What follows belongs to an exercise in optimizing a design on an open flow for small area and a short achievable clock period; a production flow would make more cautious choices. Power figures rest on the tool's default switching activity, not on a simulated workload.

==> inputs of willow <==
Design fmul36, start of the top module:
module fmul36 (
    input  wire        clk,
    input  wire        rst,
    input  wire        in_valid,
    input  wire [35:0] a,
    input  wire [35:0] b,
    input  wire [2:0]  rm,
    input  wire        ftz,
    output reg         out_valid,
    output reg  [35:0] result,
    output reg         iv,
    output reg         of,
    output reg         uf,
    output reg         nx
);
==> flow/config.mk <==
export PLATFORM = sky130hd
export DESIGN_NAME = fmul36
export DESIGN_NICKNAME = fmul36
export VERILOG_FILES = /design/flow/design.v
export SDC_FILE = /design/flow/constraint.sdc
export NUM_CORES = 4
export LEC_CHECK = 0
export CAP_MARGIN = 20
export CORE_MARGIN = 2
export CORE_UTILIZATION = 40
export CTS_CLUSTER_DIAMETER = 100
export CTS_CLUSTER_SIZE = 24
export SLEW_MARGIN = 60
export SYNTH_HIERARCHICAL = 1
export SYNTH_MINIMUM_KEEP_SIZE = 0
==> flow/constraint.sdc <==
create_clock -name core_clock -period 16.5 [get_ports {clk}]
set_input_delay 3.3000 -clock core_clock [delete_from_list [all_inputs] [get_ports {clk}]]
set_output_delay 3.3000 -clock core_clock [all_outputs]
set_load 0.01 [all_outputs]
standard.sh (not shown) runs the stock make flow with config.mk's settings and CLKGATE_MAP_FILE= SYNTH_SCRIPT=/design/flow/synth_recipe.tcl, a recipe that flattens the netlist after the stock synthesis.
==> flow/flow/run.sh <==
#!/bin/bash
# The standard layout (bash standard.sh: the standard synthesis and ORFS
# from floorplan to finish), with every port buffered by buf_2 instead of
# the buffer buffer_ports picks by default.
set -euo pipefail
export BUFFER_PORTS_ARGS="-buffer_cell sky130_fd_sc_hd__buf_2"
bash standard.sh > standard.log 2>&1
==> onyx (differences from willow) <==
--- a/flow/design.v
+++ b/flow/design.v
@@ -1151,44 +1151,44 @@
     assign prod[53] = cp[53] ^ ca_g145;
     wire [11:0] d2   = {2'b00, xs2} + {7'd0, k0_2} - 12'd282;
     wire [9:0]  e1b  = dneg2 ? 10'd0 : d2[9:0];
     wire        dn1  = (d2 == 12'hFFF);
     wire        dn2  = (d2 == 12'hFFE);
     wire        st2  = ({1'b0, tzs2} + 7'd2 < {1'b0, ks2});
     wire [55:0] q    = {prod, 2'b00};
-    wire [55:0] qs   = q >> {ks2[5:3], 3'b000};
+    wire [55:0] qs   = q >> {ks2[5:2], 2'b00};
     reg          v3;
-    reg [36:0]   w3;
-    reg [2:0]    ks3;
+    reg [32:0]   w3;
+    reg [1:0]    ks3;
     reg [9:0]    e1b3;
     reg          dneg3, dn1_3, dn2_3, st2_3;
     reg          s3, ovf_inf3, ftz3;
     reg [1:0]    rc3;
     reg          sp3;
     reg [1:0]    spc3;
     always @(posedge clk) begin
         if (rst)
             v3 <= 1'b0;
         else
             v3 <= v2;
-        w3       <= qs[36:0];
-        ks3      <= ks2[2:0];
+        w3       <= qs[32:0];
+        ks3      <= ks2[1:0];
         e1b3     <= e1b;
         dneg3    <= dneg2;
         dn1_3    <= dn1;
         dn2_3    <= dn2;
         st2_3    <= st2;
         s3       <= s2;
         rc3      <= rc2;
         ovf_inf3 <= ovf_inf2;
         ftz3     <= ftz2;
         sp3      <= sp2;
         spc3     <= spc2;
     end
-    wire [36:0] wsh = w3 >> ks3;
+    wire [32:0] wsh = w3 >> ks3;
     wire [29:0] wv  = wsh[29:0];
     wire        top = wv[29];
     wire [26:0] m   = top ? wv[29:3] : wv[28:2];
     wire        g   = top ? wv[2] : wv[1];
     wire        st  = (top ? (wv[1] | wv[0]) : wv[0]) | st2_3;
     wire        inx = g | st;
     reg inc;
==> flow/config.mk (replaced) <==
export PLATFORM = sky130hd
export DESIGN_NAME = fmul36
export DESIGN_NICKNAME = fmul36
export VERILOG_FILES = /design/flow/design.v
export SDC_FILE = /design/flow/constraint.sdc
export NUM_CORES = 4
export LEC_CHECK = 0
export CAP_MARGIN = 20
export CORE_MARGIN = 2
export CORE_UTILIZATION = 40
export CTS_CLUSTER_DIAMETER = 120
export CTS_CLUSTER_SIZE = 30
export SLEW_MARGIN = 60
export SYNTH_HIERARCHICAL = 1
export SYNTH_MINIMUM_KEEP_SIZE = 0
==> summary.txt <==
onyx completed without violations. willow completed without violations.
Register-to-register slack: onyx is lower than willow (0.21 ns).
Non-clock buffer count: onyx is lower than willow (9).
Against onyx, the sequential cell count of willow is higher by 5.
Of willow and onyx, willow has the higher sequential share of layout area (gap 0.49 points).
No run of this note included a check of the RTL's function; only the layout flow was run.

========
==> inputs of cedar <==
Another version of the RTL of fmul36 (not shown whole).
export LEC_CHECK = 0
export CAP_MARGIN = 20
export CORE_MARGIN = 2
export CORE_UTILIZATION = 40
export SLEW_MARGIN = 20
export SYNTH_HIERARCHICAL = 1
export SYNTH_MINIMUM_KEEP_SIZE = 0
create_clock -name core_clock -period 16.5 [get_ports {clk}]
Scripts as last shown in full above: flow/flow/run.sh
==> inputs of ember, as changes to cedar <==
--- a/flow/design.v
+++ b/flow/design.v
@@ -87,57 +87,38 @@
             default: begin rc = 2'd3;             ovf_inf = 1'b0; end
         endcase
     end
     wire [26:0] ma = {!a_sub, fa};
     wire [26:0] mb = {!b_sub, fb};
-    function automatic [4:0] pos32(input [31:0] x, input hi);
-        reg [15:0] v1; reg [15:0] p1;
-        reg [7:0]  v2; reg [15:0] p2;
-        reg [3:0]  v3; reg [11:0] p3;
-        reg [1:0]  v4; reg [7:0]  p4;
-        reg        u;
+    function automatic [4:0] msb27(input [26:0] x);
         integer k;
         begin
-            for (k = 0; k < 16; k = k + 1) begin
-                v1[k] = x[2*k+1] | x[2*k];
-                u = hi ? x[2*k+1] : !x[2*k];
-                p1[k] = u;
-            end
-            for (k = 0; k < 8; k = k + 1) begin
-                v2[k] = v1[2*k+1] | v1[2*k];
-                u = hi ? v1[2*k+1] : !v1[2*k];
-                p2[2*k+:2] = u ? {1'b1, p1[2*k+1]} : {1'b0, p1[2*k]};
-            end
-            for (k = 0; k < 4; k = k + 1) begin
-                v3[k] = v2[2*k+1] | v2[2*k];
-                u = hi ? v2[2*k+1] : !v2[2*k];
-                p3[3*k+:3] = u ? {1'b1, p2[4*k+2+:2]} : {1'b0, p2[4*k+:2]};
-            end
-            for (k = 0; k < 2; k = k + 1) begin
-                v4[k] = v3[2*k+1] | v3[2*k];
-                u = hi ? v3[2*k+1] : !v3[2*k];
-                p4[4*k+:4] = u ? {1'b1, p3[6*k+3+:3]} : {1'b0, p3[6*k+:3]};
-            end
-            u = hi ? v4[1] : !v4[0];
-            pos32 = u ? {1'b1, p4[7:4]} : {1'b0, p4[3:0]};
+            msb27 = 5'd0;
+            for (k = 0; k < 27; k = k + 1)
+                if (x[k]) msb27 = k[4:0];
         end
     endfunction
-    wire [4:0] msa = pos32({5'd0, ma}, 1'b1);
-    wire [4:0] msb = pos32({5'd0, mb}, 1'b1);
-    wire [4:0] tza = pos32({5'd0, ma}, 1'b0);
-    wire [4:0] tzb = pos32({5'd0, mb}, 1'b0);
-    wire [9:0] xa = {1'b0, ea[8:1], ea[0] | a_sub};
-    wire [9:0] xb = {1'b0, eb[8:1], eb[0] | b_sub};
-    wire [9:0] xs = xa + xb;
+    function automatic [4:0] tzc27(input [26:0] x);
+        integer k;
+        begin
+            tzc27 = 5'd0;
+            for (k = 26; k >= 0; k = k - 1)
+                if (x[k]) tzc27 = k[4:0];
+        end
+    endfunction
+    wire [4:0] msa = msb27(ma);
+    wire [4:0] msb = msb27(mb);
+    wire [4:0] tza = tzc27(ma);
+    wire [4:0] tzb = tzc27(mb);
+    wire [9:0] xa = a_sub ? 10'd1 : {1'b0, ea};
+    wire [9:0] xb = b_sub ? 10'd1 : {1'b0, eb};
     wire [5:0] tzs = {1'b0, tza} + {1'b0, tzb};
     wire [4:0]  k0   = a_sub ? msa : msb;
-    wire signed [11:0] d = $signed({2'b00, xs}) + $signed({7'd0, k0}) - 12'sd282;
-    wire [9:0]  lim  = 10'd282 - {5'd0, k0};
-    wire        dneg = (xs < lim);
-    wire        kbig = (xs < 10'd219);
-    wire [5:0]  ktl  = 6'd26 - xs[5:0];
-    wire [5:0]  ks   = !dneg ? {1'b0, k0} : (kbig ? 6'd63 : ktl);
+    wire signed [11:0] kt = 12'sd282 - $signed({2'b00, xa}) - $signed({2'b00, xb});
+    wire signed [11:0] d  = $signed({7'd0, k0}) - kt;
+    wire        dneg = (kt > $signed({7'd0, k0}));
+    wire [5:0]  ks   = !dneg ? {1'b0, k0} : ((kt > 12'sd63) ? 6'd63 : kt[5:0]);
     wire [26:0] man = {a_sub, fan};
     wire [26:0] mbn = {b_sub, fbn};
     wire [728:0] pp;
     genvar gi, gj;
     generate
==> inputs of amber, as changes to cedar <==
--- a/flow/design.v
+++ b/flow/design.v
@@ -87,57 +87,35 @@
             default: begin rc = 2'd3;             ovf_inf = 1'b0; end
         endcase
     end
     wire [26:0] ma = {!a_sub, fa};
     wire [26:0] mb = {!b_sub, fb};
-    function automatic [4:0] pos32(input [31:0] x, input hi);
-        reg [15:0] v1; reg [15:0] p1;
-        reg [7:0]  v2; reg [15:0] p2;
-        reg [3:0]  v3; reg [11:0] p3;
-        reg [1:0]  v4; reg [7:0]  p4;
-        reg        u;
+    function automatic [4:0] lzc27(input [26:0] x);
         integer k;
         begin
-            for (k = 0; k < 16; k = k + 1) begin
-                v1[k] = x[2*k+1] | x[2*k];
-                u = hi ? x[2*k+1] : !x[2*k];
-                p1[k] = u;
-            end
-            for (k = 0; k < 8; k = k + 1) begin
-                v2[k] = v1[2*k+1] | v1[2*k];
-                u = hi ? v1[2*k+1] : !v1[2*k];
-                p2[2*k+:2] = u ? {1'b1, p1[2*k+1]} : {1'b0, p1[2*k]};
-            end
-            for (k = 0; k < 4; k = k + 1) begin
-                v3[k] = v2[2*k+1] | v2[2*k];
-                u = hi ? v2[2*k+1] : !v2[2*k];
-                p3[3*k+:3] = u ? {1'b1, p2[4*k+2+:2]} : {1'b0, p2[4*k+:2]};
-            end
-            for (k = 0; k < 2; k = k + 1) begin
-                v4[k] = v3[2*k+1] | v3[2*k];
-                u = hi ? v3[2*k+1] : !v3[2*k];
-                p4[4*k+:4] = u ? {1'b1, p3[6*k+3+:3]} : {1'b0, p3[6*k+:3]};
-            end
-            u = hi ? v4[1] : !v4[0];
-            pos32 = u ? {1'b1, p4[7:4]} : {1'b0, p4[3:0]};
+            lzc27 = 5'd0;
+            for (k = 0; k < 27; k = k + 1)
+                if (x[k]) lzc27 = 5'd26 - k[4:0];
+        end
+    endfunction
+    function automatic [4:0] tzc27(input [26:0] x);
+        integer k;
+        begin
+            tzc27 = 5'd0;
+            for (k = 26; k >= 0; k = k - 1)
+                if (x[k]) tzc27 = k[4:0];
         end
     endfunction
-    wire [4:0] msa = pos32({5'd0, ma}, 1'b1);
-    wire [4:0] msb = pos32({5'd0, mb}, 1'b1);
-    wire [4:0] tza = pos32({5'd0, ma}, 1'b0);
-    wire [4:0] tzb = pos32({5'd0, mb}, 1'b0);
-    wire [9:0] xa = {1'b0, ea[8:1], ea[0] | a_sub};
-    wire [9:0] xb = {1'b0, eb[8:1], eb[0] | b_sub};
+    wire [4:0] lza = lzc27(ma);
+    wire [4:0] lzb = lzc27(mb);
+    wire [4:0] tza = tzc27(ma);
+    wire [4:0] tzb = tzc27(mb);
+    wire [9:0] xa = a_sub ? 10'd1 : {1'b0, ea};
+    wire [9:0] xb = b_sub ? 10'd1 : {1'b0, eb};
     wire [9:0] xs = xa + xb;
+    wire [5:0] lz = lza + lzb;
     wire [5:0] tzs = {1'b0, tza} + {1'b0, tzb};
-    wire [4:0]  k0   = a_sub ? msa : msb;
-    wire signed [11:0] d = $signed({2'b00, xs}) + $signed({7'd0, k0}) - 12'sd282;
-    wire [9:0]  lim  = 10'd282 - {5'd0, k0};
-    wire        dneg = (xs < lim);
-    wire        kbig = (xs < 10'd219);
-    wire [5:0]  ktl  = 6'd26 - xs[5:0];
-    wire [5:0]  ks   = !dneg ? {1'b0, k0} : (kbig ? 6'd63 : ktl);
     wire [26:0] man = {a_sub, fan};
     wire [26:0] mbn = {b_sub, fbn};
     wire [728:0] pp;
     genvar gi, gj;
     generate
@@ -799,12 +777,12 @@
     fmul36_fa u_fa622 (.x(fc573), .y(fc527), .z(fs574), .s(fs622), .c(fc622));
     fmul36_fa u_fa623 (.x(fc574), .y(pp[701]), .z(pp[727]), .s(fs623), .c(fc623));
     reg          v2;
     reg [53-1:0] csa_r;
     reg [52-1:0] csb_r;
-    reg [11:0]   d2;
-    reg [5:0]    ks2;
+    reg [9:0]    xs2;
+    reg [5:0]    lz2;
     reg [5:0]    tzs2;
     reg          s2, ovf_inf2, ftz2;
     reg [1:0]    rc2;
     reg          sp2, sp_nan2, sp_inf2, sp_iv2;
     always @(posedge clk) begin
@@ -915,12 +893,12 @@
         csb_r[47] <= fs620;
         csb_r[48] <= fs621;
         csb_r[49] <= fs622;
         csb_r[50] <= fs623;
         csb_r[51] <= pp[728];
-        d2       <= d;
-        ks2      <= ks;
+        xs2      <= xs;
+        lz2      <= lz;
         tzs2     <= tzs;
         s2       <= s;
         rc2      <= rc;
         ovf_inf2 <= ovf_inf;
         ftz2     <= ftz1;
@@ -1037,17 +1015,21 @@
     assign xr[52] = csa_r[52];
     assign yr[52] = csb_r[51];
     assign xr[53] = 1'b0;
     assign yr[53] = 1'b0;
     wire [53:0] prod = xr + yr;
-    wire        dneg2 = d2[11];
-    wire [9:0]  e1b  = dneg2 ? 10'd0 : d2[9:0];
-    wire        dn1  = (d2 == 12'hFFF);
-    wire        dn2  = (d2 == 12'hFFE);
-    wire        st2  = ({1'b0, tzs2} + 7'd2 < {1'b0, ks2});
+    wire signed [11:0] d  = $signed({2'b00, xs2}) - $signed({6'd0, lz2}) - 12'sd256;
+    wire signed [11:0] kt = 12'sd282 - $signed({2'b00, xs2});
+    wire [5:0]  k0   = 6'd26 - lz2;
+    wire        dneg = d[11];
+    wire [5:0]  ks   = !dneg ? k0 : ((kt > 12'sd63) ? 6'd63 : kt[5:0]);
+    wire [9:0]  e1b  = dneg ? 10'd0 : d[9:0];
+    wire        dn1  = (d == -12'sd1);
+    wire        dn2  = (d == -12'sd2);
+    wire        st2  = ({1'b0, tzs2} + 7'd2 < {1'b0, ks});
     wire [55:0] q    = {prod, 2'b00};
-    wire [55:0] qs   = q >> {ks2[5:2], 2'b00};
+    wire [55:0] qs   = q >> {ks[5:2], 2'b00};
     reg          v3;
     reg [32:0]   w3;
     reg [1:0]    ks3;
     reg [9:0]    e1b3;
     reg          dneg3, dn1_3, dn2_3, st2_3;
@@ -1058,13 +1040,13 @@
         if (rst)
             v3 <= 1'b0;
         else
             v3 <= v2;
         w3       <= qs[32:0];
-        ks3      <= ks2[1:0];
+        ks3      <= ks[1:0];
         e1b3     <= e1b;
-        dneg3    <= dneg2;
+        dneg3    <= dneg;
         dn1_3    <= dn1;
         dn2_3    <= dn2;
         st2_3    <= st2;
         s3       <= s2;
         rc3      <= rc2;
@@ -1093,40 +1075,36 @@
     end
     wire incn   = (rc3 == 2'd0) ? 1'b0 : (rc3 == 2'd1) ? (wv[0] | st2_3) : wv[0];
     wire cyn    = (&wv[27:1]) & incn;
     wire be0    = (dn1_3 & !wv[28]) | (dn2_3 & wv[27]);
     wire tiny   = dneg3 & !((dn1_3 & wv[28]) | (be0 & cyn));
-    wire [9:0]  ep  = e1b3 + {9'd0, top} + {9'd0, m[26]};
-    wire        c26 = inc & (&m[25:0]);
+    wire [9:0]  ea1 = e1b3 + {9'd0, top};
+    wire [27:0] mr  = {1'b0, m} + {27'd0, inc};
     reg          v4;
-    reg [25:0]   m4;
-    reg          inc4, c26_4;
+    reg [27:0]   mr4;
     reg          inx4, tiny4;
     reg [9:0]    ea4;
     reg          s4, ovf_inf4, ftz4;
     reg          sp4, sp_nan4, sp_inf4, sp_iv4;
     always @(posedge clk) begin
         if (rst)
             v4 <= 1'b0;
         else
             v4 <= v3;
-        m4       <= m[25:0];
-        inc4     <= inc;
-        c26_4    <= c26;
+        mr4      <= mr;
         inx4     <= inx;
         tiny4    <= tiny;
-        ea4      <= ep;
+        ea4      <= ea1;
         s4       <= s3;
         ovf_inf4 <= ovf_inf3;
         ftz4     <= ftz3;
         sp4      <= sp3;
         sp_nan4  <= sp_nan3;
         sp_inf4  <= sp_inf3;
         sp_iv4   <= sp_iv3;
     end
-    wire [25:0] mr  = m4 + {25'd0, inc4};
-    wire [10:0] ef  = {1'b0, ea4} + {10'd0, c26_4};
+    wire [10:0] ef  = {1'b0, ea4} + {9'd0, mr4[27], mr4[26]};
     wire        ovf = (ef >= 11'd511);
     reg [35:0] r_res;
     reg        r_iv, r_of, r_uf, r_nx;
     always @(*) begin
         r_iv = 1'b0; r_of = 1'b0; r_uf = 1'b0; r_nx = 1'b0;
@@ -1140,11 +1118,11 @@
         end else if (tiny4 & ftz4) begin
             r_res = {s4, 35'd0};
             r_uf  = 1'b1;
             r_nx  = 1'b1;
         end else begin
-            r_res = {s4, ef[8:0], mr};
+            r_res = {s4, ef[8:0], mr4[25:0]};
             r_uf  = tiny4 & inx4;
             r_nx  = inx4;
         end
     end
     always @(posedge clk) begin
==> flow/run.sh (new file) <==
#!/bin/bash
# synth_recipe.tcl (not shown) runs the flow's synth.tcl, then flattens the netlist and writes it again
# the make line also repeats each setting of config.mk as NAME=value (left out here)
make -C /OpenROAD-flow-scripts/flow DESIGN_CONFIG=/design/flow/config.mk WORK_HOME=/design/flow/orfs CLKGATE_MAP_FILE= SYNTH_SCRIPT=/design/flow/synth_recipe.tcl finish
removed: flow/flow/run.sh
removed: flow/standard.sh
==> flow_summary_export.csv <==
group,metric,value,unit
setup_path,reg2reg_from,"b1[2]",
cts,worstSkewPairLatency,0.61,ns
floorplan,die_h,296.5,um
floorplan,taps,1144,
place,preCtsSetupSlack,11.20,ns
hold_path,hold-path-endpoint,"s3",
yosys,synth_area,34230,um^2
yosys,synth_xor_area_frac,0.03045,
pwr,ir_worst_vdd,0.1050,mV
drt,drt-met1-wl,42460,um
pwr,combPwrFrac,0.679,
outcome,status,"no timing/DRC/antenna violations",
floorplan,die_x,296.5,um
drt,routedWlPerCell,22.16,um
setup_path,path_delay_family,"compound AO/OA/AOI/OAI gates",
setup_path,required,16.98,ns
layout,clockNetworkAreaShare,0.04091,
place,dp_hpwl,74350,um
setup_path,arrival,5.79,ns
drt,drt-pass1-iter-count,8,
layout,ff_latch_area,7332,um^2
-- figures above: cedar

==> flow_summary_export.csv <==
group,metric,value,unit
outcome,status,"no timing/DRC/antenna violations",
drt,routedWlPerCell,22.40,um
layout,ff_latch_area,7341,um^2
drt,drt-met1-wl,42740,um
setup_path,reg2reg_from,"a1[3]",
pwr,combPwrFrac,0.664,
pwr,ir_worst_vdd,0.1208,mV
floorplan,die_x,295.5,um
hold_path,hold-path-endpoint,"sp3",
hold_path,holdCritPathClass,"reg -> reg",
place,preCtsSetupSlack,11.51,ns
place,dp_hpwl,71800,um
layout,seq_cells,366,
yosys,synth_area,33980,um^2
setup_path,required,16.93,ns
yosys,synth_xor_area_frac,0.02935,
drt,dr.max_layer_used,"met5",
setup_path,path_delay_family,"compound AO/OA/AOI/OAI gates",
floorplan,taps,1134,
setup_path,arrival,5.49,ns
floorplan,die_h,295.5,um
-- figures above: ember

==> flow_summary_export.csv <==
group,metric,value,unit
pwr,combPwrFrac,0.678,
setup_path,reg2reg_from,"ks3[1]",
yosys,synth_area,34790,um^2
floorplan,die_h,298.9,um
layout,ff_latch_area,7307,um^2
outcome,status,"no timing/DRC/antenna violations",
setup_path,required,17.03,ns
floorplan,die_x,298.9,um
cts,worstSkewPairLatency,0.62,ns
drt,drt-pass1-iter-count,6,
yosys,synth_xor_area_frac,0.02492,
layout,clockNetworkAreaShare,0.04218,
floorplan,taps,1155,
-- figures above: amber

No functional check of the RTL was part of any run of this note.

[static timing again, ports no longer ideal]
How much do the figures lean on ideal ports? The routed layouts below were timed once more, with nothing changed but the port constraints. Step 1: set_driving_cell puts a clkbuf_16 on clk and a buf_2 on each other input, an assumption about the parent block. Step 2 also shifts input and output timing later by t, the mid clock arrival at the registers, as if the neighbouring blocks saw the same clock. a / b / c = ideal ports / drivers / drivers and shift; a / b = the first two.
run	t (ns)	slack for setup (ns)	hold WS [ns]	cell pins on the clock port's net
willow	0.653	12.089 / 12.097 / 11.478	0.331 / 0.331 / 0.331	1
onyx	0.629	12.090 / 12.090 / 11.709	0.338 / 0.338 / 0.338	1
cedar	0.655	11.196 / 11.196 / 11.196	0.328 / 0.328 / 0.328	1
ember	0.665	11.445 / 11.445 / 11.445	0.325 / 0.325 / 0.325	1
amber	0.671	11.557 / 11.557 / 11.557	0.325 / 0.325 / 0.325	1
After both steps setup and hold are still met in every run listed. For willow, which loses most, drivers alone change the setup slack by +0.008 ns; drivers and shift together by -0.611 ns.
